What follows belongs to an exercise in optimizing a design on an open flow for small area and a short achievable clock period; a production flow would make more cautious choices.
Function was checked by simulation only, so behaviour that the tests miss may differ from the original.
Power is estimated from default activity; no workload was simulated.

**design/flow/flow/run.sh**
```bash
#!/bin/bash
# Own flow: the standard synthesis unchanged, then the standard layout
# (standard.sh) with a tighter target for ORFS's setup repair. The SDC, clock
# period and constraints are the design's; only the repair margin changes.
set -euo pipefail
MARGIN=8
bash standard.sh synth > synth.log 2>&1
bash standard.sh SETUP_SLACK_MARGIN=$MARGIN finish > layout.log 2>&1
```
**design/flow/standard.sh**
```bash
#!/bin/bash
# synth_recipe.tcl (not shown) runs the flow's synth.tcl, then flattens the netlist and writes it again
# the make line also repeats each setting of config.mk as NAME=value (left out here)
make -C /OpenROAD-flow-scripts/flow DESIGN_CONFIG=/design/flow/config.mk WORK_HOME=/design/flow/orfs CLKGATE_MAP_FILE= SYNTH_SCRIPT=/design/flow/synth_recipe.tcl "${@:-finish}"
```
**design/flow/config.mk**
```make
export PLATFORM = sky130hd
export DESIGN_NAME = gust_engine
export DESIGN_NICKNAME = gust_engine
export VERILOG_FILES = /design/flow/design.v
export SDC_FILE = /design/flow/constraint.sdc
export NUM_CORES = 8
export LEC_CHECK = 0
export CAP_MARGIN = 40
export CORE_MARGIN = 2
export CORE_UTILIZATION = 40
export CTS_BUF_LIST = sky130_fd_sc_hd__clkbuf_16
export CTS_CLUSTER_DIAMETER = 80
export CTS_CLUSTER_SIZE = 20
export SLEW_MARGIN = 30
```
**design/flow/constraint.sdc**
```tcl
create_clock -name core_clock -period 16.0 [get_ports {clk}]
set_input_delay 3.2000 -clock core_clock [delete_from_list [all_inputs] [get_ports {clk}]]
set_output_delay 3.2000 -clock core_clock [all_outputs]
set_load 0.01 [all_outputs]
```
**design/flow/design.v**
```verilog
module gust_engine (
    input  wire        clk,
    input  wire        rst,
    input  wire        reg_we,
    input  wire        reg_re,
    input  wire [6:0]  reg_addr,
    input  wire [31:0] reg_wdata,
    output reg  [31:0] reg_rdata,
    input  wire [31:0] pin_in,
    output reg  [31:0] out_val,
    output reg  [31:0] out_en,
    input  wire [31:0] stime,
    input  wire        brz_pulse,
    input  wire [7:0]  brz_chan,
    output reg         sig_valid,
    output reg  [7:0]  sig_chan,
    output reg         ev_fault,
    output reg         ev_line_err,
    output wire        tx_req,
    output wire        rx_req
);
    function [31:0] lowmask;
        input [5:0] n;
        begin
            lowmask = n[5] ? 32'hFFFF_FFFF : ((32'd1 << n[4:0]) - 32'd1);
        end
    endfunction
    function [31:0] rev32;
        input [31:0] v;
        integer i;
        begin
            for (i = 0; i < 32; i = i + 1)
                rev32[i] = v[31 - i];
        end
    endfunction
    function [7:0] bitrev8;
        input [7:0] v;
        integer i;
        begin
            for (i = 0; i < 8; i = i + 1)
                bitrev8[i] = v[7 - i];
        end
    endfunction
    function [15:0] rec_crc;
        input [111:0] r;
        begin
            rec_crc[0] = ^(r & 112'h7d0581572d4f859b040b1c581911) ^ 1'b0;
            rec_crc[1] = ^(r & 112'hfa0b02ae5a9f0b36081638b03222) ^ 1'b1;
            rec_crc[2] = ^(r & 112'hf416055cb53e166c102c71606444) ^ 1'b0;
            rec_crc[3] = ^(r & 112'he82c0ab96a7c2cd82058e2c0c888) ^ 1'b1;
            rec_crc[4] = ^(r & 112'hd0581572d4f859b040b1c5819110) ^ 1'b0;
            rec_crc[5] = ^(r & 112'hddb5abb284bf36fb8568975b3b31) ^ 1'b1;
            rec_crc[6] = ^(r & 112'hbb6b5765097e6df70ad12eb67662) ^ 1'b1;
            rec_crc[7] = ^(r & 112'h76d6aeca12fcdbee15a25d6cecc4) ^ 1'b0;
            rec_crc[8] = ^(r & 112'hedad5d9425f9b7dc2b44bad9d988) ^ 1'b1;
            rec_crc[9] = ^(r & 112'hdb5abb284bf36fb8568975b3b310) ^ 1'b0;
            rec_crc[10] = ^(r & 112'hb6b5765097e6df70ad12eb676620) ^ 1'b0;
            rec_crc[11] = ^(r & 112'h6d6aeca12fcdbee15a25d6cecc40) ^ 1'b1;
            rec_crc[12] = ^(r & 112'ha7d0581572d4f859b040b1c58191) ^ 1'b0;
            rec_crc[13] = ^(r & 112'h4fa0b02ae5a9f0b36081638b0322) ^ 1'b1;
            rec_crc[14] = ^(r & 112'h9f416055cb53e166c102c7160644) ^ 1'b0;
            rec_crc[15] = ^(r & 112'h3e82c0ab96a7c2cd82058e2c0c88) ^ 1'b1;
        end
    endfunction
    function [15:0] red48;
        input [47:0] u;
        begin
            red48[0] = ^(u & 48'h1c5819110001);
            red48[1] = ^(u & 48'h38b032220002);
            red48[2] = ^(u & 48'h716064440004);
            red48[3] = ^(u & 48'he2c0c8880008);
            red48[4] = ^(u & 48'hc58191100010);
            red48[5] = ^(u & 48'h975b3b310020);
            red48[6] = ^(u & 48'h2eb676620040);
            red48[7] = ^(u & 48'h5d6cecc40080);
            red48[8] = ^(u & 48'hbad9d9880100);
            red48[9] = ^(u & 48'h75b3b3100200);
            red48[10] = ^(u & 48'heb6766200400);
            red48[11] = ^(u & 48'hd6cecc400800);
            red48[12] = ^(u & 48'hb1c581911000);
            red48[13] = ^(u & 48'h638b03222000);
            red48[14] = ^(u & 48'hc71606444000);
            red48[15] = ^(u & 48'h8e2c0c888000);
        end
    endfunction
    localparam [15:0] LCRC_INIT = 16'h84cf;    
    reg [2047:0] pmf;
    reg [15:0] div_int;
    reg [7:0]  div_frac;
    reg [5:0]  wrap_top, wrap_bot, start_pc;
    reg [4:0]  in_pos, out_pos;
    reg [5:0]  win_count;
    reg [7:0]  win_base;
    reg [1:0]  link_a, link_b;
    reg [4:0]  len_a_f, len_b_f, side_pos;
    reg [3:0]  rx_wm, tx_wm;
    reg [15:0] src_base;
    reg [127:0] side_f;
    reg        line_err_f, rx_drop_f, rx_under_f, tx_over_f, illegal_f;
    reg [31:0] errcnt;
    reg        en, halted;
    reg [16:0] cnt;
    reg [7:0]  kstep;
    reg        div_restart_p, restart_p;
    reg [5:0]  pc;
    reg [63:0] pc_oh;          
    reg        stalled;
    reg [31:0] ir;
    reg [4:0]  dcnt;
    reg        tgt_v;
    reg [5:0]  tgt;
    reg [31:0] sa, sb, x, y;
    reg [5:0]  ca, cb;
    reg [15:0] lcrc;           
    reg [31:0] stamp;
    reg        stamp_v;
    reg [15:0] loops;
    reg        brz_seen;
    reg [31:0] sync1, sync2;
    reg [255:0] txf, rxf;
    reg [2:0]  tx_rd, tx_wr, rx_rd, rx_wr;
    reg [3:0]  tx_cnt, rx_cnt;
    wire [5:0] len_a = {len_a_f == 5'd0, len_a_f};
    wire [5:0] len_b = {len_b_f == 5'd0, len_b_f};
    wire tx_empty = (tx_cnt == 4'd0);
    wire rx_full  = rx_cnt[3];
    wire [3:0] tx_wm_e = (tx_wm == 4'd0) ? 4'd1 : tx_wm;
    wire [3:0] rx_wm_e = (rx_wm == 4'd0) ? 4'd1 : rx_wm;
    assign tx_req = (4'd8 - tx_cnt) >= tx_wm_e;
    assign rx_req = rx_cnt >= rx_wm_e;
    wire [31:0] pins = sync2 & lowmask(win_count);
    wire [31:0] tx_head = txf[tx_rd*32 +: 32];
    wire [31:0] rx_head = rxf[rx_rd*32 +: 32];
    wire hi_sp    = reg_addr[6];
    wire wr_prog  = reg_we && !reg_addr[6];
    wire wr_ctrl  = reg_we && (reg_addr == 7'h40);
    wire wr_div   = reg_we && (reg_addr == 7'h41);
    wire wr_pc    = reg_we && (reg_addr == 7'h42);
    wire wr_win   = reg_we && (reg_addr == 7'h43);
    wire wr_cfg   = reg_we && (reg_addr == 7'h44);
    wire wr_src   = reg_we && (reg_addr == 7'h45);
    wire wr_stat  = reg_we && (reg_addr == 7'h46);
    wire wr_err   = reg_we && (reg_addr == 7'h47);
    wire wr_outv  = reg_we && (reg_addr == 7'h4A);
    wire wr_oute  = reg_we && (reg_addr == 7'h4B);
    wire wr_txf   = reg_we && (reg_addr[6:2] == 5'b10011);
    wire wr_side  = reg_we && (reg_addr[6:2] == 5'b10101);
    wire wr_go    = reg_we && (reg_addr == 7'h59);
    wire rd_rxf   = reg_re && (reg_addr[6:2] == 5'b10100);
    wire do_step = en && (cnt == 17'd0);
    reg [31:0] wf;
    integer    q;
    always @(*) begin
        wf = 32'd0;
        for (q = 0; q < 64; q = q + 1)
            wf = wf | ({32{pc_oh[q]}} & pmf[q*32 +: 32]);
    end
    wire [31:0] w = stalled ? ir : wf;
    wire issue = !stalled;
    wire [3:0] typ = w[31:28];
    reg        illegal;
    reg        done;
    reg        br_taken;
    reg [7:0]  kk;
    reg [16:0] interval;
    reg [5:0]  n_pc;
    reg        n_stalled;
    reg [31:0] n_ir;
    reg [4:0]  n_dcnt;
    reg        n_tgt_v;
    reg [5:0]  n_tgt;
    reg [31:0] n_sa, n_sb, n_x, n_y;
    reg [5:0]  n_ca, n_cb;
    reg [15:0] n_lcrc;
    reg [31:0] n_stamp;
    reg        n_stamp_v;
    reg [15:0] n_loops;
    reg        n_brz_seen;
    reg [31:0] n_out_val, n_out_en;
    reg        s_halt, s_rx_drop, s_line_err, s_sig;
    reg [16:0] n_cnt;
    reg [7:0]  n_kstep;
    reg        s_restart_done;
    reg        tx_pop;
    reg        rx_push1, rx_push4;
    reg [31:0] rx_pw0;
    reg        r_sel;
    reg [31:0] rv;
    reg [5:0]  rc, rlen;
    reg [1:0]  rlink;
    reg        push;
    reg [31:0] d;
    reg [31:0] cval;
    reg        hit_now;
    reg [7:0]  side_ent;
    reg [31:0] side_mask, side_val;
    reg        pin_bit;
    integer    i;
    reg [63:0]  value;
    reg [15:0]  source;
    reg [31:0]  stamp_use;
    reg [111:0] rec;
    reg [15:0]  crc;
    wire [8:0]  src_lo  = {1'b0, src_base[7:0]} + {1'b0, w[7:0]};
    wire        src_c   = src_lo[8];
    wire [7:0]  src_hi1 = src_base[15:8] + 8'd1;
    wire [15:0] crc_k0  = rec_crc(112'd0);
    wire [15:0] crc_lo  = rec_crc({96'd0, src_lo[7:0], 8'd0}) ^ crc_k0;
    wire [15:0] crc_h0  = rec_crc({104'd0, src_base[15:8]}) ^ crc_k0;
    wire [15:0] crc_h1  = rec_crc({104'd0, src_hi1}) ^ crc_k0;
    wire [15:0] src_crc = crc_lo ^ (src_c ? crc_h1 : crc_h0);
    reg  [111:0] rec_ns;
    always @(*) begin
        case (w[18:17])
            2'd0: value = {32'd0, sb};
            2'd1: begin
                if (cb == 6'd0)
                    value = 64'd0;
                else if (sb[cb - 6'd1])
                    value = {32'hFFFF_FFFF, sb | ~lowmask(cb)};
                else
                    value = {32'd0, sb & lowmask(cb)};
            end
            2'd2: value = {x, sb};
            default: value = {32'd0, x};
        endcase
        stamp_use = stamp_v ? stamp : stime;
        source = {src_c ? src_hi1 : src_base[15:8], src_lo[7:0]};
        for (i = 0; i < 8; i = i + 1)
            rec[111 - 8*i -: 8] = value[8*i +: 8];
        for (i = 0; i < 4; i = i + 1)
            rec[47 - 8*i -: 8] = stamp_use[8*i +: 8];
        rec[15:8] = source[7:0];
        rec[7:0]  = source[15:8];
        rec_ns = {rec[111:16], 16'd0};
        crc = rec_crc(rec_ns) ^ src_crc;
    end
    wire        sh_sel  = w[16];
    wire [31:0] sh_rv   = sh_sel ? sb : sa;
    wire [5:0]  sh_rc   = sh_sel ? cb : ca;
    wire [5:0]  sh_rlen = sh_sel ? len_b : len_a;
    wire [1:0]  sh_link = sh_sel ? link_b : link_a;
    wire [5:0]  n       = {w[4:0] == 5'd0, w[4:0]};
    wire [31:0] lmn     = lowmask(n);
    wire        nt_a    = (link_a == 2'd1) && (ca == 6'd0);
    wire        nt_b    = (link_b == 2'd1) && (cb == 6'd0);
    wire        need_tx = sh_sel ? nt_b : nt_a;
    wire [5:0]  kd_a    = (ca >= len_a) ? 6'd0 : (len_a - ca);
    wire [5:0]  kd_b    = (cb >= len_b) ? 6'd0 : (len_b - cb);
    wire        pa      = (link_a == 2'd2) && (n >= kd_a) && !(ca[5] && n[5]);
    wire        pb      = (link_b == 2'd2) && (n >= kd_b) && !(cb[5] && n[5]);
    wire        in_push = sh_sel ? pb : pa;
    wire [31:0] rv1     = need_tx ? tx_head : sh_rv;
    wire [5:0]  rc1     = need_tx ? sh_rlen : sh_rc;
    wire [5:0]  csum_w  = sh_rc + n;
    wire [5:0]  csum    = (csum_w > 6'd32) ? 6'd32 : csum_w;
    reg  [31:0] s;
    always @(*) begin
        case (w[15:13])
            3'd0: s = (pins >> in_pos) & lmn;
            3'd2: s = x & lmn;
            3'd3: s = y & lmn;
            default: s = 32'd0;
        endcase
    end
    reg  [31:0] f_hi, f_lo;
    reg  [5:0]  f_amt;
    always @(*) begin
        case (w[18:17])
            2'b11: begin f_hi = rv1;   f_lo = 32'd0; f_amt = 6'd32 + rc1 - n; end
            2'b10: begin f_hi = 32'd0; f_lo = rv1;   f_amt = n;                end
            2'b01: begin f_hi = sh_rv; f_lo = 32'd0; f_amt = 6'd32 - n;        end
            default: begin f_hi = s;   f_lo = 32'd0; f_amt = 6'd32 - sh_rc;    end
        endcase
    end
    wire [63:0] f_all = {f_hi, f_lo} >> f_amt;
    wire [31:0] fsh   = f_all[31:0];
    wire        is_drive = (w[31:28] == 4'h2);
    wire [4:0]  o_pos = is_drive ? w[17:13] : out_pos;
    wire [5:0]  o_len = is_drive ? ({3'd0, w[10:8]} + 6'd1) : n;
    wire [5:0]  o_end = {1'b0, o_pos} + o_len;
    wire [31:0] omask = lowmask(o_end) & ~lowmask({1'b0, o_pos});
    wire [5:0]  ko_a  = 6'd32 + (nt_a ? len_a : ca) - {1'b0, out_pos};
    wire [5:0]  ko_b  = 6'd32 + (nt_b ? len_b : cb) - {1'b0, out_pos};
    wire [5:0]  ro_amt = is_drive ? (6'd32 - {1'b0, w[17:13]}) :
                         w[17]    ? ((sh_sel ? ko_b : ko_a) - n) :
                                    (6'd32 - {1'b0, out_pos});
    wire [63:0] ro_src = is_drive ? {24'd0, w[7:0], 32'd0} : {rv1, 32'd0};
    reg  [63:0] ro_r;
    always @(*) begin
        ro_r = ro_src;
        if (ro_amt[0]) ro_r = {ro_r[0],    ro_r[63:1]};
        if (ro_amt[1]) ro_r = {ro_r[1:0],  ro_r[63:2]};
        if (ro_amt[2]) ro_r = {ro_r[3:0],  ro_r[63:4]};
        if (ro_amt[3]) ro_r = {ro_r[7:0],  ro_r[63:8]};
        if (ro_amt[4]) ro_r = {ro_r[15:0], ro_r[63:16]};
        if (ro_amt[5]) ro_r = {ro_r[31:0], ro_r[63:32]};
    end
    wire [31:0] odata = ro_r[31:0];
    wire [4:0]  m = 5'd0 - w[4:0];
    wire [47:0] u = ({lcrc, (w[17] ? 32'd0 : rev32(s))} >> m) | (w[17] ? {16'd0, s} : 48'd0);
    always @(*) begin
        n_pc = pc; n_stalled = stalled; n_ir = ir; n_dcnt = dcnt;
        n_tgt_v = tgt_v; n_tgt = tgt;
        n_sa = sa; n_sb = sb; n_x = x; n_y = y; n_ca = ca; n_cb = cb;
        n_lcrc = lcrc; n_stamp = stamp; n_stamp_v = stamp_v;
        n_loops = loops; n_brz_seen = brz_seen;
        n_out_val = out_val; n_out_en = out_en;
        s_halt = 1'b0; s_rx_drop = 1'b0; s_line_err = 1'b0; s_sig = 1'b0;
        s_restart_done = 1'b0;
        n_cnt = cnt; n_kstep = kstep;
        tx_pop = 1'b0; rx_push1 = 1'b0; rx_push4 = 1'b0; rx_pw0 = 32'd0;
        illegal = 1'b0; done = 1'b0; br_taken = 1'b0;
        kk = 8'd0; interval = 17'd0;
        r_sel = 1'b0; rv = 32'd0; rc = 6'd0; rlen = 6'd32; rlink = 2'd0;
        d = 32'd0; i = 0;
        push = 1'b0; cval = 32'd0; hit_now = 1'b0;
        side_ent = 8'd0; side_mask = 32'd0; side_val = 32'd0; pin_bit = 1'b0;
        if (en && !do_step && stalled && dcnt == 5'd0 &&
            ir[31:28] == 4'h3 && ir[18:17] == 2'd1) begin
            if (brz_pulse && brz_chan == ir[15:8])
                n_brz_seen = 1'b1;
        end
        if (en && !do_step)
            n_cnt = cnt - 17'd1;
        if (do_step) begin
            kk = div_restart_p ? 8'd0 : kstep;
            interval = {div_int == 16'd0, div_int}
                     + ((bitrev8(kk) < div_frac) ? 17'd1 : 17'd0);
            n_cnt = interval - 17'd1;
            n_kstep = kk + 8'd1;
            if (restart_p) begin
                s_restart_done = 1'b1;
            end else if (dcnt != 5'd0) begin
                n_dcnt = dcnt - 5'd1;
                if (dcnt == 5'd1) begin
                    if (tgt_v)
                        n_pc = tgt;
                    else if (pc == wrap_top) begin
                        n_pc = wrap_bot;
                        n_loops = loops + 16'd1;
                    end else
                        n_pc = pc + 6'd1;
                    n_tgt_v = 1'b0;
                end
            end else begin
                case (typ)
                    4'h1: illegal = (w[15:13] > 3'd4) || (w[15:13] == 3'd1 && !w[18]);
                    4'h2: illegal = 1'b0;
                    4'h3: illegal = (w[18:17] == 2'd3);
                    4'h4: illegal = (w[18:15] > 4'd12) || (w[14:13] == 2'd3);
                    4'h5, 4'h6, 4'h7, 4'h8, 4'h9: illegal = 1'b0;
                    default: illegal = 1'b1;
                endcase
                if (illegal) begin
                    s_halt = 1'b1;
                    n_stalled = 1'b0;
                end else begin
                    if (issue) begin
                        side_ent = side_f[{w[22:19], 3'b000} +: 8];
                        for (i = 0; i < 4; i = i + 1) begin
                            if (side_ent[4+i] && ({1'b0, side_pos} + i) < 6'd32) begin
                                side_mask[side_pos + i] = 1'b1;
                                side_val[side_pos + i] = side_ent[i];
                            end
                        end
                    end
                    pin_bit = pins[w[12:8]];
                    case (typ)
                        4'h1: begin
                            r_sel = w[16];
                            rv    = r_sel ? sb : sa;
                            rc    = r_sel ? cb : ca;
                            rlen  = r_sel ? len_b : len_a;
                            rlink = r_sel ? link_b : link_a;
                            if (w[18]) begin
                                done = !(need_tx && tx_empty);
                                if (done) begin
                                    tx_pop = need_tx;
                                    d = (w[17] ? fsh : rv1) & lmn;
                                    rv = w[17] ? rv1 : fsh;
                                    rc = (rc1 > n) ? (rc1 - n) : 6'd0;
                                    if (r_sel) begin n_sb = rv; n_cb = rc; end
                                    else       begin n_sa = rv; n_ca = rc; end
                                    case (w[15:13])
                                        3'd0: n_out_val = (out_val & ~omask) | (odata & omask);
                                        3'd1: n_out_en  = (out_en  & ~omask) | (odata & omask);
                                        3'd2: n_x = d;
                                        3'd3: n_y = d;
                                        default: ;
                                    endcase
                                end
                            end else begin
                                push = in_push;
                                done = !(push && rx_full);
                                if (done) begin
                                    if (w[15:13] == 3'd0)
                                        n_lcrc = red48(u);
                                    if (w[17])
                                        rv = fsh | s;
                                    else
                                        rv = (rv & ~(lowmask(csum) & ~lowmask(rc))) | fsh;
                                    rc = csum;
                                    if (push) begin
                                        rx_push1 = 1'b1;
                                        rx_pw0 = rv;
                                        rv = 32'd0;
                                        rc = 6'd0;
                                    end
                                    if (r_sel) begin n_sb = rv; n_cb = rc; end
                                    else       begin n_sa = rv; n_ca = rc; end
                                end
                            end
                        end
                        4'h2: begin
                            done = 1'b1;
                            if (w[18]) n_out_en  = (out_en  & ~omask) | (odata & omask);
                            else       n_out_val = (out_val & ~omask) | (odata & omask);
                        end
                        4'h3: begin
                            case (w[18:17])
                                2'd0: done = (pin_bit == w[16]);
                                2'd1: begin
                                    hit_now = brz_pulse && (brz_chan == w[15:8]);
                                    if (issue) begin
                                        done = 1'b0;
                                        n_brz_seen = hit_now;
                                    end else begin
                                        done = brz_seen;
                                        n_brz_seen = brz_seen | hit_now;
                                    end
                                end
                                default: begin
                                    cval = w[8] ? y : x;
                                    if (cval == 32'd0)
                                        done = 1'b1;
                                    else begin
                                        done = 1'b0;
                                        if (w[8]) n_y = y - 32'd1;
                                        else      n_x = x - 32'd1;
                                    end
                                end
                            endcase
                        end
                        4'h4: begin
                            done = 1'b1;
                            case (w[18:15])
                                4'd0:  br_taken = 1'b1;
                                4'd1:  br_taken = (x == 32'd0);
                                4'd2:  br_taken = (x != 32'd0);
                                4'd3:  br_taken = (y == 32'd0);
                                4'd4:  br_taken = (y != 32'd0);
                                4'd5:  br_taken = (x == y);
                                4'd6:  br_taken = (x != y);
                                4'd7:  br_taken = pin_bit;
                                4'd8:  br_taken = !pin_bit;
                                4'd9:  br_taken = tx_empty;
                                4'd10: br_taken = rx_full;
                                4'd11: br_taken = (ca == 6'd0);
                                default: br_taken = (cb >= len_b);
                            endcase
                            if (w[14:13] == 2'd1) n_x = x - 32'd1;
                            if (w[14:13] == 2'd2) n_y = y - 32'd1;
                        end
                        4'h5: begin
                            done = 1'b1;
                            case (w[17:16])
                                2'd0: cval = {16'd0, w[15:0]};
                                2'd1: cval = (w[18] ? y : x) - 32'd1;
                                2'd2: cval = {w[15:0], (w[18] ? y[15:0] : x[15:0])};
                                default: cval = w[18] ? x : y;
                            endcase
                            if (w[18]) n_y = cval;
                            else       n_x = cval;
                        end
                        4'h6: begin
                            done = 1'b1;
                            r_sel = w[14];
                            rc    = r_sel ? cb : ca;
                            rlen  = r_sel ? len_b : len_a;
                            if (!w[15] && w[16] &&
                                (w[18] ? (rc != 6'd0) : (rc < rlen))) begin
                            end else if (w[18]) begin
                                if (tx_empty) begin
                                    done = !w[17];
                                end else begin
                                    tx_pop = 1'b1;
                                    case (w[15:14])
                                        2'd0: begin n_sa = tx_head; n_ca = len_a; end
                                        2'd1: begin n_sb = tx_head; n_cb = len_b; end
                                        2'd2: n_x = tx_head;
                                        default: n_y = tx_head;
                                    endcase
                                end
                            end else begin
                                if (rx_full && w[17]) begin
                                    done = 1'b0;
                                end else begin
                                    if (rx_full)
                                        s_rx_drop = 1'b1;
                                    else begin
                                        rx_push1 = 1'b1;
                                        case (w[15:14])
                                            2'd0: rx_pw0 = sa;
                                            2'd1: rx_pw0 = sb;
                                            2'd2: rx_pw0 = x;
                                            default: rx_pw0 = y;
                                        endcase
                                    end
                                    if (w[15:14] == 2'd0) begin n_sa = 32'd0; n_ca = 6'd0; end
                                    if (w[15:14] == 2'd1) begin n_sb = 32'd0; n_cb = 6'd0; end
                                end
                            end
                        end
                        4'h7: begin
                            done = 1'b1;
                            s_sig = 1'b1;
                        end
                        4'h8: begin
                            if (w[18]) begin
                                done = !rx_full;
                                if (done) begin
                                    rx_push1 = 1'b1;
                                    rx_pw0 = stime;
                                end
                            end else begin
                                done = 1'b1;
                                n_stamp = stime;
                                n_stamp_v = 1'b1;
                            end
                        end
                        default: begin
                            if (w[16] && lcrc != 16'h0000) begin
                                done = 1'b1;
                                s_line_err = 1'b1;
                            end else begin
                                done = !rx_cnt[3] && !(rx_cnt[2] && rx_cnt[1:0] != 2'd0);
                                if (done) begin
                                    rx_push4 = 1'b1;
                                    rx_pw0 = value[31:0];
                                end
                            end
                            if (done) begin
                                n_sb = 32'd0;
                                n_cb = 6'd0;
                                n_lcrc = LCRC_INIT;
                                n_stamp_v = 1'b0;
                            end
                        end
                    endcase
                    n_out_val = (n_out_val & ~side_mask) | (side_val & side_mask);
                    if (done) begin
                        n_stalled = 1'b0;
                        if (w[27:23] == 5'd0) begin
                            if (br_taken)
                                n_pc = w[5:0];
                            else if (pc == wrap_top) begin
                                n_pc = wrap_bot;
                                n_loops = loops + 16'd1;
                            end else
                                n_pc = pc + 6'd1;
                        end else begin
                            n_dcnt = w[27:23];
                            n_tgt_v = br_taken;
                            n_tgt = w[5:0];
                        end
                    end else begin
                        n_stalled = 1'b1;
                        n_ir = w;
                    end
                end
            end
        end
    end
    wire [31:0] rd_40 = {31'd0, en};
    wire [31:0] rd_41 = {8'd0, div_int, div_frac};
    wire [31:0] rd_42 = {10'd0, wrap_top, 2'd0, wrap_bot, 2'd0, start_pc};
    wire [31:0] rd_43 = {3'd0, in_pos, 3'd0, out_pos, 2'd0, win_count, win_base};
    wire [31:0] rd_44 = {link_b, link_a, len_b_f, len_a_f, side_pos, rx_wm, tx_wm, 5'd0};
    wire [31:0] rd_45 = {16'd0, src_base};
    wire [31:0] rd_46 = {2'd0, pc, 1'b0,
                         halted ? 3'd4 : !en ? 3'd0 : (dcnt != 5'd0) ? 3'd3 :
                         stalled ? 3'd2 : 3'd1,
                         rx_cnt, tx_cnt, 6'd0,
                         line_err_f, rx_drop_f, rx_under_f, tx_over_f, illegal_f, 1'b0};
    wire [31:0] rd_rx = (rx_cnt == 4'd0) ? 32'd0 : rx_head;
    wire [31:0] rd_58 = {16'd0, loops};
    wire        rd_g4 = (reg_addr[6:4] == 3'b100);
    wire        rd_g5 = (reg_addr[6:4] == 3'b101);
    reg  [15:0] rd_lo;
    integer     r;
    always @(*) begin
        for (r = 0; r < 16; r = r + 1)
            rd_lo[r] = (reg_addr[3:0] == r[3:0]);
        reg_rdata = ({32{rd_g4 & rd_lo[0]}}  & rd_40)
                  | ({32{rd_g4 & rd_lo[1]}}  & rd_41)
                  | ({32{rd_g4 & rd_lo[2]}}  & rd_42)
                  | ({32{rd_g4 & rd_lo[3]}}  & rd_43)
                  | ({32{rd_g4 & rd_lo[4]}}  & rd_44)
                  | ({32{rd_g4 & rd_lo[5]}}  & rd_45)
                  | ({32{rd_g4 & rd_lo[6]}}  & rd_46)
                  | ({32{rd_g4 & rd_lo[7]}}  & errcnt)
                  | ({32{rd_g4 & rd_lo[8]}}  & x)
                  | ({32{rd_g4 & rd_lo[9]}}  & y)
                  | ({32{rd_g4 & rd_lo[10]}} & out_val)
                  | ({32{rd_g4 & rd_lo[11]}} & out_en)
                  | ({32{rd_g5 & (reg_addr[3:2] == 2'b00)}} & rd_rx)
                  | ({32{rd_g5 & rd_lo[4]}}  & side_f[31:0])
                  | ({32{rd_g5 & rd_lo[5]}}  & side_f[63:32])
                  | ({32{rd_g5 & rd_lo[6]}}  & side_f[95:64])
                  | ({32{rd_g5 & rd_lo[7]}}  & side_f[127:96])
                  | ({32{rd_g5 & rd_lo[8]}}  & rd_58);
    end
    wire start_go   = wr_go && reg_wdata[0];
    wire stop_go    = wr_go && reg_wdata[1] && !reg_wdata[0];
    wire ctrl_start = wr_ctrl && reg_wdata[0] && !en;
    wire any_start  = start_go || ctrl_start;
    wire restart_now = (wr_ctrl && reg_wdata[1] && !en) || (restart_p && !en);
    wire restart_any = restart_now || s_restart_done;
    wire tx_push_ok  = wr_txf && (tx_cnt != 4'd8);
    wire rx_pop_ok   = rd_rxf && (rx_cnt != 4'd0);
    wire fifo_clr    = wr_ctrl && reg_wdata[2];
    wire [31:0] pm_d = rst ? 32'd0 : reg_wdata;
    wire [2:0] rx_base = fifo_clr ? 3'd0 : rx_wr;
    reg  [127:0] rx_rot;
    reg  [7:0]  rx_we;
    integer k;
    always @(*) begin
        for (k = 0; k < 4; k = k + 1) begin
            case ((k[1:0] - rx_base[1:0]) & 2'd3)
                2'd0: rx_rot[k*32 +: 32] = rx_pw0;
                2'd1: rx_rot[k*32 +: 32] = value[63:32];
                2'd2: rx_rot[k*32 +: 32] = stamp_use;
                default: rx_rot[k*32 +: 32] = {crc, source};
            endcase
        end
        for (k = 0; k < 8; k = k + 1)
            rx_we[k] = (rx_push1 && k[2:0] == rx_base) ||
                       (rx_push4 && ((k[2:0] - rx_base) & 3'd7) < 3'd4);
    end
    reg [2047:0] pmf_d;
    reg [255:0]  txf_d, rxf_d;
    reg [63:0]   pm_en;
    reg [7:0]    tx_en;
    always @(*) begin
        for (k = 0; k < 64; k = k + 1) begin
            pm_en[k] = rst || (wr_prog && reg_addr[5:0] == k[5:0]);
            pmf_d[k*32 +: 32] = (pmf[k*32 +: 32] & {32{!pm_en[k]}}) | (pm_d & {32{pm_en[k]}});
        end
        for (k = 0; k < 8; k = k + 1) begin
            tx_en[k] = tx_push_ok && tx_wr == k[2:0];
            txf_d[k*32 +: 32] = (txf[k*32 +: 32] & {32{!tx_en[k]}}) | (reg_wdata & {32{tx_en[k]}});
            rxf_d[k*32 +: 32] = (rxf[k*32 +: 32] & {32{!rx_we[k]}}) | (rx_rot[k[1:0]*32 +: 32] & {32{rx_we[k]}});
        end
    end
    wire [31:0] div_d = rst ? 32'h0000_0100 : reg_wdata;
    wire [31:0] pcr_d = rst ? 32'h003F_0000 : reg_wdata;
    wire [31:0] cfg_d = rst ? 32'h0000_0220 : reg_wdata;
    wire        win_ok = reg_wdata[13:8] <= 6'd32;
    wire        cfg_ok = reg_wdata[31:30] != 2'd3 && reg_wdata[29:28] != 2'd3 &&
                         reg_wdata[12:9] <= 4'd8 && reg_wdata[8:5] <= 4'd8;
    always @(posedge clk) begin
        if (rst || wr_div) begin
            div_int <= div_d[23:8];
            div_frac <= div_d[7:0];
        end
        if (rst || wr_pc) begin
            wrap_top <= pcr_d[21:16];
            wrap_bot <= pcr_d[13:8];
            start_pc <= pcr_d[5:0];
        end
        if (rst || (!en && wr_win && win_ok)) begin
            in_pos <= pm_d[28:24];
            out_pos <= pm_d[20:16];
            win_count <= pm_d[13:8];
            win_base <= pm_d[7:0];
        end
        if (rst || (!en && wr_cfg && cfg_ok)) begin
            link_b <= cfg_d[31:30];
            link_a <= cfg_d[29:28];
            len_b_f <= cfg_d[27:23];
            len_a_f <= cfg_d[22:18];
            side_pos <= cfg_d[17:13];
            rx_wm <= cfg_d[12:9];
            tx_wm <= cfg_d[8:5];
        end
        if (rst || (!en && wr_src)) src_base <= pm_d[15:0];
        for (k = 0; k < 4; k = k + 1)
            if (rst || (!en && wr_side && reg_addr[1:0] == k[1:0]))
                side_f[k*32 +: 32] <= pm_d;
    end
    always @(posedge clk) begin
        pmf <= pmf_d;
        txf <= txf_d;
        rxf <= rxf_d;
    end
    always @(posedge clk) begin
        if (rst) begin
            line_err_f <= 1'b0; rx_drop_f <= 1'b0; rx_under_f <= 1'b0;
            tx_over_f <= 1'b0; illegal_f <= 1'b0;
            errcnt <= 32'd0;
            en <= 1'b0; halted <= 1'b0; cnt <= 17'd0; kstep <= 8'd0;
            div_restart_p <= 1'b0; restart_p <= 1'b0;
            pc <= 6'd0; pc_oh <= 64'd1; stalled <= 1'b0; ir <= 32'd0; dcnt <= 5'd0;
            tgt_v <= 1'b0; tgt <= 6'd0;
            sa <= 32'd0; sb <= 32'd0; x <= 32'd0; y <= 32'd0; ca <= 6'd0; cb <= 6'd0;
            lcrc <= LCRC_INIT; stamp <= 32'd0; stamp_v <= 1'b0; loops <= 16'd0;
            brz_seen <= 1'b0;
            sync1 <= 32'd0; sync2 <= 32'd0;
            out_val <= 32'd0; out_en <= 32'd0;
            sig_valid <= 1'b0; sig_chan <= 8'd0; ev_fault <= 1'b0; ev_line_err <= 1'b0;
            tx_rd <= 3'd0; tx_wr <= 3'd0; tx_cnt <= 4'd0;
            rx_rd <= 3'd0; rx_wr <= 3'd0; rx_cnt <= 4'd0;
        end else begin
            sync1 <= pin_in;
            sync2 <= sync1;
            pc <= n_pc; stalled <= n_stalled; ir <= n_ir; dcnt <= n_dcnt;
            tgt_v <= n_tgt_v; tgt <= n_tgt;
            sa <= n_sa; sb <= n_sb; x <= n_x; y <= n_y; ca <= n_ca; cb <= n_cb;
            lcrc <= n_lcrc; stamp <= n_stamp; stamp_v <= n_stamp_v;
            loops <= n_loops; brz_seen <= n_brz_seen;
            out_val <= n_out_val; out_en <= n_out_en;
            cnt <= n_cnt; kstep <= n_kstep;
            if (do_step) div_restart_p <= 1'b0;
            sig_valid   <= s_sig;
            sig_chan    <= s_sig ? w[7:0] : 8'd0;
            ev_fault    <= s_halt;
            ev_line_err <= s_line_err;
            if (s_halt) begin
                en <= 1'b0;
                halted <= 1'b1;
            end
            pc_oh <= 64'd1 << (restart_any ? start_pc : n_pc);
            if (restart_any) begin
                pc <= start_pc;
                sa <= 32'd0; sb <= 32'd0; x <= 32'd0; y <= 32'd0;
                ca <= 6'd0; cb <= 6'd0; loops <= 16'd0;
                lcrc <= LCRC_INIT; stamp_v <= 1'b0;
                stalled <= 1'b0; dcnt <= 5'd0; tgt_v <= 1'b0;
                brz_seen <= 1'b0;
                halted <= 1'b0;
                restart_p <= 1'b0;
            end
            if (wr_ctrl && reg_wdata[1] && en)
                restart_p <= 1'b1;
            if (s_halt) illegal_f <= 1'b1;
            else if (wr_stat && reg_wdata[1]) illegal_f <= 1'b0;
            if (s_rx_drop) rx_drop_f <= 1'b1;
            else if (wr_stat && reg_wdata[4]) rx_drop_f <= 1'b0;
            if (s_line_err) line_err_f <= 1'b1;
            else if (wr_stat && reg_wdata[5]) line_err_f <= 1'b0;
            if (rd_rxf && rx_cnt == 4'd0) rx_under_f <= 1'b1;
            else if (wr_stat && reg_wdata[3]) rx_under_f <= 1'b0;
            if (wr_txf && tx_cnt == 4'd8) tx_over_f <= 1'b1;
            else if (wr_stat && reg_wdata[2]) tx_over_f <= 1'b0;
            if (wr_err)
                errcnt <= reg_wdata;
            else if (s_line_err && errcnt != 32'hFFFF_FFFF)
                errcnt <= errcnt + 32'd1;
            if (wr_ctrl) begin
                if (!s_halt) en <= reg_wdata[0];
                if (reg_wdata[3]) div_restart_p <= 1'b1;
            end
            if (any_start && !s_halt) begin
                en <= 1'b1;
                cnt <= 17'd0;
                loops <= 16'd0;
                halted <= 1'b0;
            end
            if (start_go) begin
                kstep <= 8'd0;
                div_restart_p <= 1'b0;
            end
            if (stop_go)
                en <= 1'b0;
            if (!en) begin
                if (wr_outv) out_val <= reg_wdata;
                if (wr_oute) out_en <= reg_wdata;
            end
            if (fifo_clr) begin
                tx_rd <= 3'd0; tx_wr <= 3'd0; tx_cnt <= 4'd0;
            end else begin
                if (tx_push_ok)
                    tx_wr <= tx_wr + 3'd1;
                if (tx_pop)
                    tx_rd <= tx_rd + 3'd1;
                tx_cnt <= tx_cnt + (tx_push_ok ? 4'd1 : 4'd0) - (tx_pop ? 4'd1 : 4'd0);
            end
            if (fifo_clr) begin
                rx_rd <= 3'd0;
                rx_wr <= rx_push4 ? 3'd4 : {2'd0, rx_push1};
                rx_cnt <= rx_push4 ? 4'd4 : {3'd0, rx_push1};
            end else begin
                rx_wr <= rx_wr + (rx_push4 ? 3'd4 : {2'd0, rx_push1});
                if (rx_pop_ok)
                    rx_rd <= rx_rd + 3'd1;
                rx_cnt <= rx_cnt + (rx_push4 ? 4'd4 : {3'd0, rx_push1}) - (rx_pop_ok ? 4'd1 : 4'd0);
            end
        end
    end
endmodule
```
==> results of run 1 <==
-- per-layer routing --
layer	up-vias	track usage (%)
li1	62400	-
met2	15100	62.4
met3	3723	16.0
met5	-	0.228
met1	80300	55.6
met4	72	34.6
-- critical path, cell delays in order --
cell and delay [ps]:
buf_16 120, nor2b_4 130, buf_6 130, nand3_4 130, nor2_4 70, buf_12 140, buf_12 130, a22oi_2 200
nand4_1 420, nor2_2 300, o21ai_4 130, buf_6 170
-- power by group through the flow --
stage | clock [mW] | combinational (mW) | sequential, mW
3_3_place_gp | 0 | 5.70 | 10.4
5_1_grt | 6.21 | 6.55 | 10.3
3_5_place_dp | 0 | 5.78 | 10.4
6_report | 5.97 | 6.52 | 10.3
4_1_cts | 5.93 | 5.97 | 10.2
2_1_floorplan | 0 | 3.29 | 10.3
-- metrics by stage --
stage / hold slack [ps] / power [mW] / utilization (%) / worst slack, ps / std cells
after floorplan: 414 / 13.6 / - / 7730 / 15900
after global placement: 425 / 16.1 / 42.9 / 5320 / 21400
after detailed placement: 429 / 16.2 / 43.4 / 5380 / 21500
after CTS: 392 / 22.1 / 45.7 / 7590 / 22000
after global routing: 430 / 23.0 / 46.3 / 7560 / 22100
final: 428 / 22.8 / 46.3 / 7520 / 22200
-- worst paths after layout --
kind / start / to / slack [ps] / cells after the start
setup / recovery: reg_addr[2] / reg_rdata[4] / 7520 / 12
hold / removal: sync1[14] / sync2[14] / 430 / 1
setup reg to reg: pc_oh[20] / flop / 7700 / 24
hold reg to reg: sync1[14] / sync2[14] / 430 / 1
-- synthesized netlist by cell type, types with 89 or more instances --
cell | number | area, µm²
dfxtp_1 | 546 | 10900
mux2i_1 | 523 | 5240
nand4_1 | 229 | 1430
o21ai_0 | 784 | 3920
inv_1 | 206 | 773
a221oi_1 | 271 | 2370
ha_1 | 179 | 2240
nand3_1 | 380 | 1900
xor2_1 | 245 | 2150
a31oi_1 | 160 | 1000
o22ai_1 | 142 | 888
a22oi_1 | 912 | 6850
clkbuf_1 | 800 | 3000
a211oi_1 | 274 | 2060
mux4_2 | 155 | 3490
xnor2_1 | 565 | 4950
a21oi_1 | 953 | 4770
nand2_1 | 1457 | 5470
buf_1 | 170 | 638
mux2_2 | 137 | 1540
or3_1 | 89 | 557
o211ai_1 | 120 | 901
and3_1 | 131 | 820
edfxtp_1 | 2797 | 84000
and2_1 | 96 | 601
nor3_1 | 264 | 1320
nor2_1 | 1112 | 4170
nor4_1 | 118 | 738
a22o_1 | 238 | 2080
buf_2 | 235 | 1180
nor2b_1 | 188 | 1180
-- cells by family after synthesis --
group	synth area share [%]
AO/OA/AOI/OAI	19.8
AND/OR/NAND/NOR	11.3
flip-flops	54.0
buffers and inverters	3.32
XOR/XNOR	4.16
multiplexers	5.88
adder cells (fa/ha/maj)	1.46
-- cell type report --
type,instances,share of cell area [%]
Clock buffer,221,2.73
Timing Repair Buffer,1331,6.46
Clock inverter,150,0.632
Antenna cell,62,0.0765
Multi-Input combinational cell,11100,39.2
Sequential cell,3343,46.9
Inverter,221,0.430
Tap cell,5757,3.55
-- repair_timing --
item                       CTS  global route
pin swaps                   78            82
hold endpoints to repair     0             0
setup endpoints to repair  632           502
setup buffers               94            63
resized for setup          622           311
cloned                      11             7
==> impl_metrics.ini, run 1 <==
[floorplanning]
die_area_um2 = 444000
start_util_pct = 40.1
io_pins = 225
chipWidth_um = 667
rows = 243
core_area_um2 = 438000
die_h_um = 667

[drt]
drc = 0
drt_iter0_drc = 31700
wl_met2_mm = 415
wl_mm = 1030
wl_met1_mm = 363
dr.pass1.iters = 12
antenna_left = 0
highest_layer = met5
route.met3.wl_mm = 149
wl_per_cell_um = 46.4
avgViaCountPerCell = 7.28
num_vias = 162000

[power]
power_frac_comb_pct = 28.7
p_leak_nw = 68.8
seq_power_share_pct = 45.1
p_int_mw = 14.6
power.density_nw_per_um2 = 112
peakVddDrop_v = 0.000117
swShare_pct = 35.7
clockPowerShare_pct = 26.3
p_switching_mw = 8.13

[synthesis]
yosysWarnings = 1
netlist_instances = 15900
async_reset_ff_share_pct = 0
ys_seq_area_share_pct = 54.0
ys_types = 133
synth_edf_count = 2797
syn_avg_cell_area_um2 = 11.1
syn_area_um2 = 176000
synth_fp_nets = 16200
synth_flop_cell = edfxtp_1
ys_ff_latch = 3343

[clock_network]
path_clk_slew_ps = 80
cts_buffers = 217
htreeDepth = 4
cts_tree = yes
clock-sinks = 3343
clockBufferDepth = 4
clockRootBuffer = clkbuf_16
insertion_delay_ps = 1050
hold_buffers = 0

[timing]
skew_ps = 71.7
finalCriticalPeriod_ps = 8480
max_slew_margin_pct = 20.6
final-setup-viol-count = 0
rsz0062_at_grt = yes
worst_pin_slew_ps = 1180
maxSlewViolCount = 0
fin_setup_tns_ps = 0
fmax_mhz = 118
hold_viol = 0
finalCritPeriodShare_pct = 53.0

[place]
dp_hpwl_mm = 711
postPlaceCellArea_um2 = 190000
gp_congestion = 1.09
io_buffers = 224

[grt]
grt_pass1_wl_mm = 1340
grt_max_degree = 117
grt_pass1_vias = 145000
grt-ovfl-total = 0
grt_usage_pct = 44.5
grt_antenna_before_repair = 116

[finish]
syn2layout_area_growth_pct = 15.4
register_area_um2 = 95100
stdcell_area_um2 = 203000
fin_nets = 16500
final_cell_mix = edfxtp_1 (2797), nand2_1 (1413), nor2_1 (1048)
multi_input_comb_area_um2 = 79600
nFillCells = 40000
layout_commonest_cell = edfxtp_1
layout-drive-gt1-share_pct = 15.7

[setup_path]
worstSetupEndpointType = output port
worstPathMaxFanout = 8
crit_required_ps = 12800
start_kind = primary input
worstPathArrival_ps = 5280
path_class = primary input to output port

[flow_run]
cap_violations = 0

[outcome]
status = complete, no violations

[worst_hold_path]
hp-class = flop to flop
==> inputs of run 2 (changes only) <==
--- a/design/flow/design.v
+++ b/design/flow/design.v
@@ -588,28 +588,30 @@
     wire        rd_g4 = (reg_addr[6:4] == 3'b100);
     wire        rd_g5 = (reg_addr[6:4] == 3'b101);
     reg  [15:0] rd_lo;
+    reg  [31:0] rd_t4, rd_t5;
     integer     r;
     always @(*) begin
         for (r = 0; r < 16; r = r + 1)
             rd_lo[r] = (reg_addr[3:0] == r[3:0]);
-        reg_rdata = ({32{rd_g4 & rd_lo[0]}}  & rd_40)
-                  | ({32{rd_g4 & rd_lo[1]}}  & rd_41)
-                  | ({32{rd_g4 & rd_lo[2]}}  & rd_42)
-                  | ({32{rd_g4 & rd_lo[3]}}  & rd_43)
-                  | ({32{rd_g4 & rd_lo[4]}}  & rd_44)
-                  | ({32{rd_g4 & rd_lo[5]}}  & rd_45)
-                  | ({32{rd_g4 & rd_lo[6]}}  & rd_46)
-                  | ({32{rd_g4 & rd_lo[7]}}  & errcnt)
-                  | ({32{rd_g4 & rd_lo[8]}}  & x)
-                  | ({32{rd_g4 & rd_lo[9]}}  & y)
-                  | ({32{rd_g4 & rd_lo[10]}} & out_val)
-                  | ({32{rd_g4 & rd_lo[11]}} & out_en)
-                  | ({32{rd_g5 & (reg_addr[3:2] == 2'b00)}} & rd_rx)
-                  | ({32{rd_g5 & rd_lo[4]}}  & side_f[31:0])
-                  | ({32{rd_g5 & rd_lo[5]}}  & side_f[63:32])
-                  | ({32{rd_g5 & rd_lo[6]}}  & side_f[95:64])
-                  | ({32{rd_g5 & rd_lo[7]}}  & side_f[127:96])
-                  | ({32{rd_g5 & rd_lo[8]}}  & rd_58);
+        rd_t4 = ({32{rd_lo[0]}}  & rd_40)
+              | ({32{rd_lo[1]}}  & rd_41)
+              | ({32{rd_lo[2]}}  & rd_42)
+              | ({32{rd_lo[3]}}  & rd_43)
+              | ({32{rd_lo[4]}}  & rd_44)
+              | ({32{rd_lo[5]}}  & rd_45)
+              | ({32{rd_lo[6]}}  & rd_46)
+              | ({32{rd_lo[7]}}  & errcnt)
+              | ({32{rd_lo[8]}}  & x)
+              | ({32{rd_lo[9]}}  & y)
+              | ({32{rd_lo[10]}} & out_val)
+              | ({32{rd_lo[11]}} & out_en);
+        rd_t5 = ({32{reg_addr[3:2] == 2'b00}} & rd_rx)
+              | ({32{rd_lo[4]}}  & side_f[31:0])
+              | ({32{rd_lo[5]}}  & side_f[63:32])
+              | ({32{rd_lo[6]}}  & side_f[95:64])
+              | ({32{rd_lo[7]}}  & side_f[127:96])
+              | ({32{rd_lo[8]}}  & rd_58);
+        reg_rdata = ({32{rd_g4}} & rd_t4) | ({32{rd_g5}} & rd_t5);
     end
     wire start_go   = wr_go && reg_wdata[0];
     wire stop_go    = wr_go && reg_wdata[1] && !reg_wdata[0];
--- a/design/flow/config.mk
+++ b/design/flow/config.mk
@@ -8,7 +8,6 @@
 export CAP_MARGIN = 40
 export CORE_MARGIN = 2
 export CORE_UTILIZATION = 40
-export CTS_BUF_LIST = sky130_fd_sc_hd__clkbuf_16
-export CTS_CLUSTER_DIAMETER = 80
-export CTS_CLUSTER_SIZE = 20
+export CTS_BUF_LIST = sky130_fd_sc_hd__clkbuf_8
+export CTS_CLUSTER_SIZE = 24
 export SLEW_MARGIN = 30
==> run 2 against run 1 <==
Area after synthesis grew 1.3%. Count of clock-buffer cells in the layout grew 392. Critical endpoint is now reg_rdata[12]. Total power grew 4.3%. Utilization grew 0.97 points. Synthesized cell count grew 1.7%. Final cell count grew 5.0%. Register-to-register slack gained 30 ps. Routed wire length grew 4.0%. Sequential cell count is the same.
==> impl_metrics.ini, run 2 <==
[place]
gp_congestion = 1.07
io_buffers = 224
dp_hpwl_mm = 735

[clock_network]
clockRootBuffer = clkbuf_8
clockBufferDepth = 4
clock-sinks = 3343
insertion_delay_ps = 1400
path_clk_slew_ps = 60
cts_buffers = 575
htreeDepth = 6
hold_buffers = 0
cts_tree = yes

[setup_path]
start_kind = primary input
path_delay_family = compound AO/OA/AOI/OAI gates
cpPeakStageDelay_ps = 380
worstPathMaxFanout = 7
path_class = primary input to output port
critPathBufInv = 5
crit_slowest_cell = a222oi_1
crit_top_cell = buf_12
crit_required_ps = 12800
worstSetupEndpointType = output port
worstPathCellList = buf_12 -> nand2b_4 -> nor3_4 -> buf_12 -> buf_16 -> buf_12 -> a222oi_1 -> o211ai_1 -> a22o_1 -> buf_2
worstPathArrival_ps = 5250

[floorplanning]
die_h_um = 671
core_area_um2 = 442000
chipWidth_um = 671
die_area_um2 = 450000
start_util_pct = 40.2
io_pins = 225
rows = 244

[grt]
grt_pass1_wl_mm = 1400
grt_pass1_vias = 151000
grt_max_degree = 92
grt_antenna_before_repair = 97
grt_usage_pct = 45.8
grt-ovfl-total = 0

[synthesis]
syn_area_um2 = 178000
ys_ff_latch = 3343
synthTopCellsByCount = edfxtp_1 (2797), nand2_1 (1422), nor2_1 (1165), a21oi_1 (1025), a22oi_1 (885)
ys_seq_area_share_pct = 53.4
yosysTopAreaCellShare_pct = 47.2
synth_fp_nets = 16500
synth_edf_count = 2797
synth_top_cells_by_area = edfxtp_1 (47%), dfxtp_1 (6.1%), a22oi_1 (3.7%), mux2i_1 (3.2%), nand2_1 (3.0%)
yosysWarnings = 1
syn_avg_cell_area_um2 = 11.0
synth_flop_cell = edfxtp_1
synth_top_cell_by_area = edfxtp_1
synth.most_common_cell = edfxtp_1
netlist_instances = 16200
async_reset_ff_share_pct = 0
ys_types = 139

[power]
power.density_nw_per_um2 = 113
p_leak_nw = 72.9
peakVddDrop_v = 0.000119
power_mw = 23.8

[drt]
antenna_left = 0
wl_per_cell_um = 46.0
num_vias = 166000
avgViaCountPerCell = 7.12
wl_mm = 1070
dr.pass1.iters = 10
drc = 0
drt_iter0_drc = 30800

[timing]
worst_pin_slew_ps = 1180
maxSlewViolCount = 0
finalCritPeriodShare_pct = 52.8
skew_ps = 191
final-setup-viol-count = 0
max_slew_margin_pct = 21.2
finalCriticalPeriod_ps = 8450
rsz0062_at_grt = yes
fmax_mhz = 118
fin_setup_tns_ps = 0
hold_viol = 0

[finish]
nFillCells = 40700
final_cell_mix = edfxtp_1 (2797), nand2_1 (1348), nor2_1 (1117)
layout-drive-gt1-share_pct = 18.3
fin_nets = 17200
layout_commonest_cell = edfxtp_1
syn2layout_area_growth_pct = 17.6

[flow_run]
cap_violations = 0

[worst_hold_path]
hp-class = flop to flop

[outcome]
status = complete, no violations
[run 2: changes by cell type after synthesis, moves of 51 or more]
cell,change
a21oi_1,+72
nor3_1,+79
a211oi_1,-96
mux2_2,-51
o211ai_1,+68
nor2_1,+53
[run 2: worst register-to-register path, stage by stage (launching register included)]
cell      delay, ps
dfxtp_2         660
buf_4           390
buf_4           460
a22oi_1         190
nand4_1         170
nor2_1           50
nand4_1         390
o22a_4          310
buf_4           250
ha_1            200
buf_4           500
nor2_2          200
nor2_1          130
nand4_1         150
nand2_1         100
buf_4           340
o21ai_0         230
a2111o_1        510
o21ai_2         310
a31oi_1         280
o211ai_1        330
nand3_1         270
a31oi_2         320
a21oi_1         140
buf_4           230
a211o_1         380
o21ai_0         220
a21boi_0        290
[run 2: layout make-up]
class                           instances  area (µm²)  share of cell area, %
Antenna cell                           46         115                 0.0550
Clock buffer                          613        8440                   4.03
Clock inverter                        398        2190                   1.05
Inverter                              220         873                  0.417
Multi-Input combinational cell      11400       81500                   38.9
Sequential cell                      3343       95000                   45.4
Tap cell                             5904        7390                   3.53
Timing Repair Buffer                 1411       13800                   6.59
[run 2: path summary, 6_finish.rpt]
check,end,start,cells after the start,slack (ps)
hold reg to reg,sync2[23],sync1[23],1,370
hold / removal,sync2[23],sync1[23],1,370
setup / recovery,reg_rdata[12],reg_addr[2],10,7550
setup reg to reg,flop,pc_oh[20],27,7730
[run 2: metrics by stage]
stage	util [%]	setup WS, ps	cells	instance area, µm²	hold slack [ps]
after detailed placement	43.5	5330	22000	192000	422
final	47.3	7550	23300	209000	368
after global routing	47.3	7540	23300	209000	384
after floorplan	-	8000	16200	178000	414
after CTS	46.7	7560	23100	207000	345
after global placement	43.0	5390	21800	190000	422
[run 2: cells by family after synthesis]
family                   count (synthesis)  synth area share, %
AO/OA/AOI/OAI                         5044                 19.9
XOR/XNOR                               831                 4.24
adder cells (fa/ha/maj)                195                 1.44
buffers and inverters                 1467                 3.45
flip-flops                            3343                 53.4
multiplexers                           830                 5.93
AND/OR/NAND/NOR                       4452                 11.7
[run 2: per-layer routing]
metal	global-route usage, %	share of wire (%)
met1	56.8	35
met2	65.0	41
met3	14.5	14
met4	37.9	11
met5	0	0.022
[run 2: report_power, final]
group          switching [mW]  internal [mW]
registers               0.201           10.0
clock network            3.86           3.66
logic                    4.20           1.82
total                    8.26           15.5
[run 2: what timing repair did]
action,in CTS,in global routing
cloned,23,8
buffers inserted,117,60
gates resized for setup,626,262
endpoints found under the setup margin,471,412
pin swaps,124,90
==> inputs of run 3 (changes only) <==
--- a/design/flow/config.mk
+++ b/design/flow/config.mk
@@ -7,7 +7,7 @@
 export LEC_CHECK = 0
 export CAP_MARGIN = 40
 export CORE_MARGIN = 2
-export CORE_UTILIZATION = 40
+export CORE_UTILIZATION = 46
 export CTS_BUF_LIST = sky130_fd_sc_hd__clkbuf_8
 export CTS_CLUSTER_SIZE = 24
 export SLEW_MARGIN = 30
==> run 3 against run 2 <==
The layout now fails its checks (antenna violations). Area after synthesis is the same. Highest routed layer unchanged. Register-to-register slack got worse by 30 ps. Design area down 0.68%. Critical path depth is 1 higher. Total power about the same. Maximum frequency barely moved. Combinational power is 0.8% lower. Die area is 13% lower. Sequential share of layout area grew 0.32 points.
==> impl_metrics.ini, run 3 <==
[timing]
rsz0062_at_grt = yes
worst_pin_slew_ps = 1290
maxSlewViolCount = 0
max_slew_margin_pct = 14.1
fmax_mhz = 118
final-setup-viol-count = 0
hold_viol = 0
finalCriticalPeriod_ps = 8440
fin_setup_tns_ps = 0
skew_ps = 116
finalCritPeriodShare_pct = 52.8

[synthesis]
async_reset_ff_share_pct = 0
syn_area_um2 = 178000
synth_edf_count = 2797
yosysWarnings = 1
yosysTopAreaCellShare_pct = 47.2
netlist_instances = 16200
synthTopCellsByCount = edfxtp_1 (2797), nand2_1 (1422), nor2_1 (1165), a21oi_1 (1025), a22oi_1 (885)
synth_top_cell_by_area = edfxtp_1
synth_top_cells_by_area = edfxtp_1 (47%), dfxtp_1 (6.1%), a22oi_1 (3.7%), mux2i_1 (3.2%), nand2_1 (3.0%)
synth_fp_nets = 16500
ys_seq_area_share_pct = 53.4
ys_types = 139
synth.most_common_cell = edfxtp_1
ys_ff_latch = 3343
synth_flop_cell = edfxtp_1
syn_avg_cell_area_um2 = 11.0

[drt]
wl_mm = 1080
antenna_left = 1
avgViaCountPerCell = 7.46
wl_per_cell_um = 47.9
drt_iter0_drc = 33600
dr.pass1.iters = 12
drc = 0
num_vias = 168000

[finish]
multi_input_comb_area_um2 = 81100
nFillCells = 33900
layout-drive-gt1-share_pct = 17.9
final_cell_mix = edfxtp_1 (2797), nand2_1 (1356), nor2_1 (1119)
syn2layout_area_growth_pct = 16.8
layout_commonest_cell = edfxtp_1
final_util_pct = 53.9
final_cells = 22600
register_area_um2 = 95100
fin_nets = 17200
stdcell_area_um2 = 208000

[clock_network]
path_clk_slew_ps = 60
cts_buffers = 561
clockBufferDepth = 4
insertion_delay_ps = 1330
hold_buffers = 0
htreeDepth = 6
clock-sinks = 3343
clockRootBuffer = clkbuf_8
cts_tree = yes

[setup_path]
worstPathMaxFanout = 9
worstPathArrival_ps = 5240
crit_required_ps = 12800
path_class = primary input to output port
start_kind = primary input
worstSetupEndpointType = output port
crit_slowest_cell = nand4_1
cpPeakStageDelay_ps = 420
crit_top_cell = buf_4
worstPathCellList = buf_12 -> nand2b_4 -> buf_4 -> buf_4 -> nor3_4 -> buf_4 -> clkbuf_16 -> a221oi_4 -> nand4_1 -> a22o_1 -> buf_2

[power]
power.density_nw_per_um2 = 114
p_leak_nw = 72.5
peakVddDrop_v = 0.000127

[grt]
grt_usage_pct = 53.4
grt_antenna_before_repair = 116
grt_pass1_vias = 152000
grt_max_degree = 89
grt_pass1_wl_mm = 1410
grt-ovfl-total = 0

[floorplanning]
chipWidth_um = 626
die_h_um = 626
io_pins = 225
core_area_um2 = 385000
start_util_pct = 46.2
die_area_um2 = 392000
rows = 228

[place]
gp_congestion = 1.08
dp_hpwl_mm = 741
placed_cells = 21300
postPlaceCellArea_um2 = 192000
io_buffers = 224

[worst_hold_path]
hp-class = flop to flop

[outcome]
status = finished with violations
violations = antenna violations

[flow_run]
cap_violations = 0
-- run 3: cell types whose count changed in the layout (fill, tap and decap cells not counted), moves of 11 or more --
cell      delta
buf_6       -32
a221oi_4    +11
o21ai_1     +13
a221oi_2    -20
clkinv_1    +15
clkbuf_8    -12
o21ai_2     -13
clkinv_2    +12
nand2_2     -11
inv_1       -28
diode_2     +33
-- run 3: final cells by class --
class / instances / area share [%]
antenna: 79 / 0.0951
tap: 5175 / 3.11
sequential: 3343 / 45.7
timing repair buffer: 1395 / 6.54
clock inverter: 403 / 1.12
inverter: 220 / 0.416
clock buffer: 602 / 3.99
multi-input combinational: 11400 / 39.0
-- run 3: routing by layer --
| metal | wire, µm | vias to the layer above | share of wire [%] | GRT usage, % |
|---|---|---|---|---|
| met5 | 706 | - | 0.065 | 1.10 |
| met4 | 120000 | 66 | 11 | 46.1 |
| met3 | 172000 | 4672 | 16 | 22.7 |
| met2 | 423000 | 17000 | 39 | 72.6 |
| met1 | 365000 | 82200 | 34 | 64.4 |
| li1 | - | 64400 | - | - |
-- run 3: logic make-up (layout without fill, tap and decap cells) --
logic type               after synthesis  in the layout  share of synthesized area (%)
AO/OA/AOI/OAI                       5044           5044                           19.9
buffers and inverters               1467           2620                           3.45
XOR/XNOR                             831            831                           4.24
adder cells (fa/ha/maj)              195            195                           1.44
other                                  0             79                              0
AND/OR/NAND/NOR                     4452           4456                           11.7
multiplexers                         830            830                           5.93
flip-flops                          3343           3343                           53.4
-- run 3: critical path, delay by kind of cell --
family          cells  cell delay (ps)
buf+inv             6              750
simple gates        3              600
compound gates      2              660
-- run 3: final timing paths --
| check | slack, ps | to | startpoint | depth (start not counted) |
|---|---|---|---|---|
| hold reg to reg | 420 | sync2[17] | sync1[17] | 1 |
| setup / recovery | 7560 | reg_rdata[2] | reg_addr[1] | 11 |
| setup reg to reg | 7700 | pc_oh[55] | pc_oh[26] | 26 |
| hold / removal | 420 | sync2[17] | sync1[17] | 1 |
-- run 3: power by group --
group	leakage (nW)	internal, mW	switching (mW)	total, mW
logic	35.2	1.77	4.18	5.96
clock network	6.11	3.70	3.88	7.58
registers	31.3	10.0	0.219	10.2
-- run 3: timing repair --
action | in CTS | in global routing
setup endpoints to repair | 484 | 445
gates resized for setup | 587 | 203
cloned | 18 | 11
setup buffers | 86 | 64
pin swaps | 109 | 70
-- run 3: metrics by stage --
| step | total power [mW] | setup WS [ps] | hold slack, ps |
|---|---|---|---|
| after floorplan | 13.3 | 8000 | 414 |
| after global placement | 15.6 | 5540 | 420 |
| after detailed placement | 15.7 | 5480 | 428 |
| after CTS | 23.2 | 7700 | 427 |
| after global routing | 24.1 | 7600 | 445 |
| final | 23.8 | 7560 | 420 |
==> inputs of run 4 (changes only) <==
--- a/design/flow/config.mk
+++ b/design/flow/config.mk
@@ -7,7 +7,8 @@
 export LEC_CHECK = 0
 export CAP_MARGIN = 40
 export CORE_MARGIN = 2
-export CORE_UTILIZATION = 46
-export CTS_BUF_LIST = sky130_fd_sc_hd__clkbuf_8
-export CTS_CLUSTER_SIZE = 24
+export CORE_UTILIZATION = 40
+export CTS_BUF_LIST = sky130_fd_sc_hd__clkbuf_16
+export CTS_CLUSTER_DIAMETER = 80
+export CTS_CLUSTER_SIZE = 20
 export SLEW_MARGIN = 30
==> run 4 against run 3 <==
The run now finishes clean. Design area down 1.1%. Non-clock buffer count down 2. Global-route usage down 7.8 points. Critical path depth down 1. Hold slack better by 16 ps. Sequential power about the same. Sequential cell count unchanged. Via count down 2.9%. Largest cell class unchanged. Largest power group unchanged.
==> impl_metrics.ini, run 4 <==
[setup_path]
cpPeakStageDelay_ps = 390
crit_slowest_cell = a222oi_1
crit_top_cell = buf_12
worst_setup_path_startpoint = reg_addr[2]
crit_required_ps = 12800
worstPathMaxFanout = 7
critPathBufInv = 5
start_kind = primary input
cp.depth = 10
path_delay_family = compound AO/OA/AOI/OAI gates
worstPathArrival_ps = 5280
path_class = primary input to output port
r2r-start = pc_oh[28]
worstPathCellList = buf_12 -> nand2b_4 -> nor3_4 -> buf_12 -> buf_16 -> buf_12 -> a222oi_1 -> o211ai_1 -> a22o_1 -> buf_2
rr_worst_depth = 25
worstSetupEndpointType = output port

[grt]
grt-ovfl-total = 0
grt_pass1_vias = 148000
grt_antenna_before_repair = 94
grt_usage_pct = 45.5
grt_max_degree = 92
grt_pass1_wl_mm = 1390

[finish]
layout_commonest_cell = edfxtp_1
final_util_pct = 46.5
syn2layout_area_growth_pct = 15.6
final_cell_mix = edfxtp_1 (2797), nand2_1 (1344), nor2_1 (1117)
fin_nets = 16900
layout-drive-gt1-share_pct = 16.4
nFillCells = 40700

[flow_run]
cap_violations = 0

[synthesis]
netlist_instances = 16200
synth_edf_count = 2797
synth_fp_nets = 16500
syn_avg_cell_area_um2 = 11.0
synthTopCellsByCount = edfxtp_1 (2797), nand2_1 (1422), nor2_1 (1165), a21oi_1 (1025), a22oi_1 (885)
ys_seq_area_share_pct = 53.4
syn_area_um2 = 178000
synth.most_common_cell = edfxtp_1
synth_flop_cell = edfxtp_1
ys_types = 139
yosysTopAreaCellShare_pct = 47.2
ys_ff_latch = 3343
synth_top_cell_by_area = edfxtp_1
async_reset_ff_share_pct = 0
synth_top_cells_by_area = edfxtp_1 (47%), dfxtp_1 (6.1%), a22oi_1 (3.7%), mux2i_1 (3.2%), nand2_1 (3.0%)
yosysWarnings = 1

[clock_network]
clockRootBuffer = clkbuf_16
clock-sinks = 3343
clockBufferDepth = 4
cts_tree = yes
insertion_delay_ps = 1090
cts_buffers = 221
path_clk_slew_ps = 80
htreeDepth = 4

[timing]
fin_setup_tns_ps = 0
rsz0062_at_grt = yes
max_slew_margin_pct = 27.0
skew_ps = 164
final-setup-viol-count = 0
fmax_mhz = 118
maxSlewViolCount = 0
hold_viol = 0
worst_pin_slew_ps = 1100
finalCriticalPeriod_ps = 8480
finalCritPeriodShare_pct = 53.0

[drt]
wl_mm = 1060
dr.pass1.iters = 10
num_vias = 164000
wl_per_cell_um = 46.9
antenna_left = 0
drt_iter0_drc = 31100
drc = 0
avgViaCountPerCell = 7.21

[worst_hold_path]
hp-class = flop to flop
holdPathStages = 1
worstHoldStart = sync1[7]

[floorplanning]
io_pins = 225
core_area_um2 = 442000
die_area_um2 = 450000
start_util_pct = 40.2
rows = 244
die_h_um = 671
chipWidth_um = 671

[power]
power.density_nw_per_um2 = 108
peakVddDrop_v = 0.000123
p_leak_nw = 70.4
power_mw = 22.3

[place]
io_buffers = 224
gp_congestion = 1.07
dp_hpwl_mm = 735

[outcome]
status = complete, no violations
==> run 4: cell counts after synthesis <==
No cell type changed its count.
==> run 4: per-stage QoR <==
stage,instance area [µm²],hold slack (ps),setup WS [ps],cells
final,206000,436,7520,22700
after global routing,205000,449,7550,22600
after CTS,203000,438,7560,22500
after detailed placement,192000,422,5330,22000
after global placement,190000,422,5390,21800
after floorplan,178000,414,8000,16200
==> run 4: final cells by class <==
class,instances,area [µm²],share of cell area [%]
clock buffers,224,5610,2.73
diodes,60,150,0.0730
multi-input cells,11400,81500,39.7
clock inverters,164,1380,0.669
repair buffers,1393,13600,6.63
inverters,220,865,0.421
flip-flops and latches,3343,95000,46.2
well taps,5904,7390,3.59
==> run 4: routing by layer <==
metal	wire (µm)	share of wire (%)	up-vias	global-route usage, %
met1	378000	36	81900	56.9
met2	432000	41	14500	64.8
li1	-	-	63500	-
met4	110000	10	36	36.8
met3	144000	14	3624	14.1
met5	240	0.023	-	0
==> run 4: report_power, final <==
| group | internal, mW | switching, mW | total (mW) |
|---|---|---|---|
| registers | 10.0 | 0.201 | 10.2 |
| clock network | 2.67 | 3.36 | 6.03 |
| logic | 1.83 | 4.21 | 6.03 |
==> run 4: worst paths after layout <==
check / to / slack, ps
hold / removal: sync2[7] / 440
hold reg to reg: sync2[7] / 440
setup reg to reg: flop / 7790
setup / recovery: reg_rdata[12] / 7520
==> run 4: repair_timing <==
item	4_1_cts	5_1_grt
hold buffers	0	0
pin swaps	123	83
cloned	23	7
setup endpoints to repair	477	436
setup buffers	119	43
gates resized for setup	642	267
==> run 4: cells by family (layout without fill, tap and decap cells) <==
group | after synthesis | in the layout | synth area share [%]
AO/OA/AOI/OAI | 5044 | 5044 | 19.9
XOR/XNOR | 831 | 831 | 4.24
adder cells (fa/ha/maj) | 195 | 195 | 1.44
buffers and inverters | 1467 | 2001 | 3.45
flip-flops | 3343 | 3343 | 53.4
multiplexers | 830 | 830 | 5.93
other | 0 | 60 | 0
AND/OR/NAND/NOR | 4452 | 4460 | 11.7

==> afterwards: timing with drivers on the ports <==
The flow's constraints put no driver on any port. The routed layouts listed below were extracted and timed again, unchanged, in two steps.
Step 1 (the two cells are an assumption about what drives the block):
set clk [get_ports {clk}]
set_driving_cell -lib_cell sky130_fd_sc_hd__clkbuf_16 $clk
set_driving_cell -lib_cell sky130_fd_sc_hd__buf_2 [delete_from_list [all_inputs] $clk]
Step 2 moves the port delays by t, midway between the first and last clock arrival at a register: inputs arrive t later, outputs are due t later. That takes back most of the time a late clock gives input paths.
a / b / c = ideal ports / drivers / drivers and shift; a / b = the first two.
| run | t, ns | setup WS [ns] | latest minus earliest clock arrival (ns) | slew at the worst register clock pin (ns) | cell pins on the clock port's net |
|---|---|---|---|---|---|
| run 1 | 1.147 | 7.515 / 7.403 / 7.403 | 0.075 / 0.075 | 0.10 / 0.10 | 1 |
| run 2 | 1.421 | 7.552 / 7.455 / 6.644 | 0.192 / 0.191 | 0.09 / 0.09 | 1 |
| run 3 | 1.411 | 7.556 / 7.492 / 7.489 | 0.117 / 0.116 | 0.09 / 0.09 | 1 |
| run 4 | 1.147 | 7.523 / 7.426 / 6.734 | 0.172 / 0.172 | 0.10 / 0.10 | 1 |
The setup slack of run 2, which loses most, moves by -0.097 ns with the drivers and by -0.908 ns with both steps.
